This design comes from an exercise in tuning for small area, a short achievable clock period and few clock cycles on the open sky130 flow, not from production work. The RTL was checked by simulation tests, not by an equivalence proof against the original design. Power is estimated from default activity; no workload was simulated.

==> flow/design.v (excerpt) <==
module cmd_rx_check (
    input  wire         clk,
    input  wire         rst,           
    input  wire         in_valid,
    output wire         in_ready,
    input  wire [63:0]  in_data,
    input  wire         in_last,
    input  wire [3:0]   in_nbytes,     
    output reg          out_valid,
    output wire [2:0]   out_kind,
    output wire [7:0]   out_status,
    output wire [127:0] out_hdr
);
    localparam [2:0] K_ACCEPT     = 3'd0;
    localparam [2:0] K_RETRANSMIT = 3'd1;
    localparam [2:0] K_REPLY      = 3'd2;
    localparam [2:0] K_EVENT      = 3'd3;
    localparam [2:0] K_DISCARD    = 3'd4;
    localparam [2:0] K_DROP       = 3'd5;
    assign in_ready = 1'b1;
    function [31:0] residue(input [2:0] nm1);    
        case (nm1)
            3'd0:    residue = 32'h552E4907;
            3'd1:    residue = 32'h1C220F94;
            3'd2:    residue = 32'h441A975C;
            3'd3:    residue = 32'h73D74D75;
            3'd4:    residue = 32'h44C19592;
            3'd5:    residue = 32'hA8D58375;
            3'd6:    residue = 32'hBA8D89CA;
            default: residue = 32'hB798B438;
        endcase
    endfunction
    reg         r_v;
    reg         r_last;
    reg [2:0]   r_nm1;         
    reg [63:0]  r_d;
    integer k;
    reg [63:0] in_mask;
    always @(*) begin
        for (k = 0; k < 8; k = k + 1)
            in_mask[8*k +: 8] = (!in_last || k < in_nbytes) ? 8'hFF : 8'h00;
    end
    always @(posedge clk) begin
        if (rst)
            r_v <= 1'b0;
        else
            r_v <= in_valid;
    end
    always @(posedge clk) begin
        r_last <= in_last;
        r_nm1  <= in_nbytes[2:0] - 3'd1;
        r_d    <= in_data & in_mask;
    end
    reg [31:0]  crc;           
    reg [9:0]   bidx;          
  ...
export LEC_CHECK = 0
export CAP_MARGIN = 20
export CORE_MARGIN = 2
export CORE_UTILIZATION = 40
export CTS_CLUSTER_DIAMETER = 120
export CTS_CLUSTER_SIZE = 25
export PLACE_DENSITY = 0.6
export SLEW_MARGIN = 20
export SYNTH_HIERARCHICAL = 1
export SYNTH_MINIMUM_KEEP_SIZE = 0
create_clock -name core_clock -period 11.0 [get_ports {clk}]
standard.sh (not shown) runs the stock make flow with config.mk's settings and CLKGATE_MAP_FILE= SYNTH_SCRIPT=/design/flow/synth_recipe.tcl, a recipe that flattens the netlist after the stock synthesis.
==> flow/flow/run.sh <==
#!/bin/bash
set -euo pipefail
MARGIN=$(cat flow/margin.txt)
bash standard.sh synth > synth.log 2>&1
bash standard.sh SETUP_SLACK_MARGIN=$MARGIN \
    "BUFFER_PORTS_ARGS=-buffer_cell sky130_fd_sc_hd__buf_2" finish > layout.log 2>&1
==> flow/flow/margin.txt <==
7.5
Testbench counts at the start, summed over its fixed seeds: cycles 87,214.
Then changed:
==> flow/flow/margin.txt (replaced) <==
7.6
Settings changed: CTS_CLUSTER_DIAMETER 120 to 140, CTS_CLUSTER_SIZE 25 to 28.
=>
- sequential power stays flat
- wire length is higher by 0.60%
- design area came out higher by 0.37%
- setup slack improves by 0.12 ns
- via count rose by 0.78%

---

== amber ==
Another version of the RTL of cmd_rx_check (not shown whole).
For scale: ~1700 cells after synthesis, roughly 380 flip-flops, ~210 I/O pins, about 18000 um2 of cells after synthesis.
==> flow/config.mk <==
export PLATFORM = sky130hd
export DESIGN_NAME = cmd_rx_check
export DESIGN_NICKNAME = cmd_rx_check
export VERILOG_FILES = /design/flow/design.v
export SDC_FILE = /design/flow/constraint.sdc
export NUM_CORES = 4
export LEC_CHECK = 0
export CAP_MARGIN = 20
export CORE_MARGIN = 2
export CORE_UTILIZATION = 40
export CTS_CLUSTER_DIAMETER = 120
export CTS_CLUSTER_SIZE = 25
export PLACE_DENSITY = 0.6
export SLEW_MARGIN = 20
export SYNTH_HIERARCHICAL = 1
export SYNTH_MINIMUM_KEEP_SIZE = 0
==> flow/constraint.sdc <==
create_clock -name core_clock -period 11.0 [get_ports {clk}]
set_input_delay 2.2000 -clock core_clock [delete_from_list [all_inputs] [get_ports {clk}]]
set_output_delay 2.2000 -clock core_clock [all_outputs]
set_load 0.01 [all_outputs]
==> flow/flow/run.sh <==
#!/bin/bash
set -euo pipefail
MARGIN=$(cat flow/margin.txt)
bash standard.sh synth > synth.log 2>&1
bash standard.sh SETUP_SLACK_MARGIN=$MARGIN \
    "BUFFER_PORTS_ARGS=-buffer_cell sky130_fd_sc_hd__buf_1" finish > layout.log 2>&1
==> flow/flow/margin.txt <==
7.5
amber finished every stage and its layout cleared the timing, DRC and antenna checks.
Testbench counts of amber, summed over its fixed seeds: cycles 87,214.
## Diff of input files: zinc against amber
--- a/flow/flow/run.sh
+++ b/flow/flow/run.sh
@@ -6 +6 @@
-    "BUFFER_PORTS_ARGS=-buffer_cell sky130_fd_sc_hd__buf_1" finish > layout.log 2>&1
+    "BUFFER_PORTS_ARGS=-buffer_cell sky130_fd_sc_hd__buf_2" finish > layout.log 2>&1
--- a/flow/config.mk
+++ b/flow/config.mk
@@ -7,0 +8 @@
+export ABC_AREA = 1
- On number of flops mapped to enable cells by yosys, amber and zinc are basically level.
- Taking amber over zinc, the routed wire length ratio works out to 0.77.
- Via count in zinc vs amber: up 9929
- Changes observed in zinc relative to amber: fraction of standard cell area in multi-input logic down 6.6 points, combinational group share of total power down 15 points.
- The worst-case hold slack of zinc was superior to that of amber.
Modified inputs, tundra compared to zinc
--- a/flow/flow/run.sh
+++ b/flow/flow/run.sh
@@ -6 +6,2 @@
-    "BUFFER_PORTS_ARGS=-buffer_cell sky130_fd_sc_hd__buf_2" finish > layout.log 2>&1
+    "PRE_GLOBAL_PLACE_TCL=$PWD/flow/ports_out.tcl" \
+    "BUFFER_PORTS_ARGS=-inputs -buffer_cell sky130_fd_sc_hd__buf_1" finish > layout.log 2>&1
==> flow/flow/ports_out.tcl (new file) <==
buffer_ports -outputs -buffer_cell sky130_fd_sc_hd__buf_2
--- a/flow/config.mk
+++ b/flow/config.mk
@@ -8 +7,0 @@
-export ABC_AREA = 1
## What came out
tundra finished every step from synthesis to the final layout, and the layout passed the timing, DRC and antenna checks.
Comparing zinc and tundra, proportion of synthesized chip area in sequential cells is lower on zinc.
Taking zinc as the reference, in tundra final net count lost about 60%; area enclosed by the die boundary lost about 24%; total inserted antenna cells picked up an extra 2; overall power after layout picked up an extra 32%; total iterations of the first detailed-routing run picked up an extra 1.

---

cmd_rx_check again, from the RTL that the note above started with.
// cmd_rx_check
module cmd_rx_check (
    input  wire         clk,
    input  wire         rst,           
    input  wire         in_valid,
    output wire         in_ready,
    input  wire [63:0]  in_data,
    input  wire         in_last,
    input  wire [3:0]   in_nbytes,     
    output reg          out_valid,
    output wire [2:0]   out_kind,
    output wire [7:0]   out_status,
    output wire [127:0] out_hdr
);
clock: 11.0 ns
lec_check: 0
cap_margin: 20
core_margin: 2
core_utilization: 40
cts_cluster_diameter: 120
cts_cluster_size: 25
place_density: 0.6
slew_margin: 20
synth_hierarchical: 1
synth_minimum_keep_size: 0
==> flow/flow/run.sh <==
#!/bin/bash
set -euo pipefail
MARGIN=$(cat flow/margin.txt)
bash standard.sh synth > synth.log 2>&1
bash standard.sh SETUP_SLACK_MARGIN=$MARGIN \
    "BUFFER_PORTS_ARGS=-buffer_cell sky130_fd_sc_hd__buf_2" finish > layout.log 2>&1
Scripts as last shown in full above: flow/flow/margin.txt
Testbench counts at the start, summed over its fixed seeds: cycles 87,214.
Next try:
==> flow/flow/run.sh (replaced) <==
#!/bin/bash
set -euo pipefail
MARGIN=$(cat flow/margin.txt)
bash standard.sh synth > synth.log 2>&1
bash standard.sh SETUP_SLACK_MARGIN=$MARGIN \
    "BUFFER_PORTS_ARGS=-buffer_cell sky130_fd_sc_hd__buf_1" finish > layout.log 2>&1
What happened:
- wire length came out lower by 1.9%
- synthesized area stays the same
- die area stays the same
- sequential share of layout area came out higher by 0.58 points
- design area came out lower by 1.4%
- critical path depth stays the same
- flip-flop and latch count is unchanged
- final cell count hardly moves
- combinational power came out lower by about 2%
- non-clock buffer count came out lower by 3

## separate check: timing with driven ports
Ports are ideal in the flow. The routed layouts listed here were re-timed in OpenROAD. Step 1 sets driving cells, clkbuf_16 on the clock port and buf_2 on the other inputs (assumed; they add their load-dependent delay and slew). Step 2 also shifts input and output timing later by t, the mid clock arrival at the registers, as if the neighbouring blocks saw the same clock. Slacks: ideal ports / drivers / drivers and shift; pairs: ideal ports / drivers.
| run | t, ns | setup slack, ns | slew at the worst register clock pin (ns) |
|---|---|---|---|
| the first run of note 1 | 0.601 | 7.500 / 7.496 / 7.242 | 0.11 / 0.11 |
| the second run of note 1 | 0.597 | 7.619 / 7.564 / 7.239 | 0.12 / 0.12 |
| amber | 0.590 | 7.569 / 7.512 / 7.232 | 0.10 / 0.10 |
| zinc | 0.597 | 7.548 / 7.491 / 7.212 | 0.10 / 0.10 |
| tundra | 0.591 | 7.576 / 7.523 / 7.309 | 0.10 / 0.10 |
| the first run of note 3 | 0.597 | 7.535 / 7.480 / 7.316 | 0.10 / 0.10 |
| the second run of note 3 | 0.590 | 7.569 / 7.512 / 7.232 | 0.10 / 0.10 |
After both steps every run listed still meets setup and hold. For the second run of note 1, which loses most, drivers alone change the setup slack by -0.055 ns; drivers and shift together by -0.380 ns.
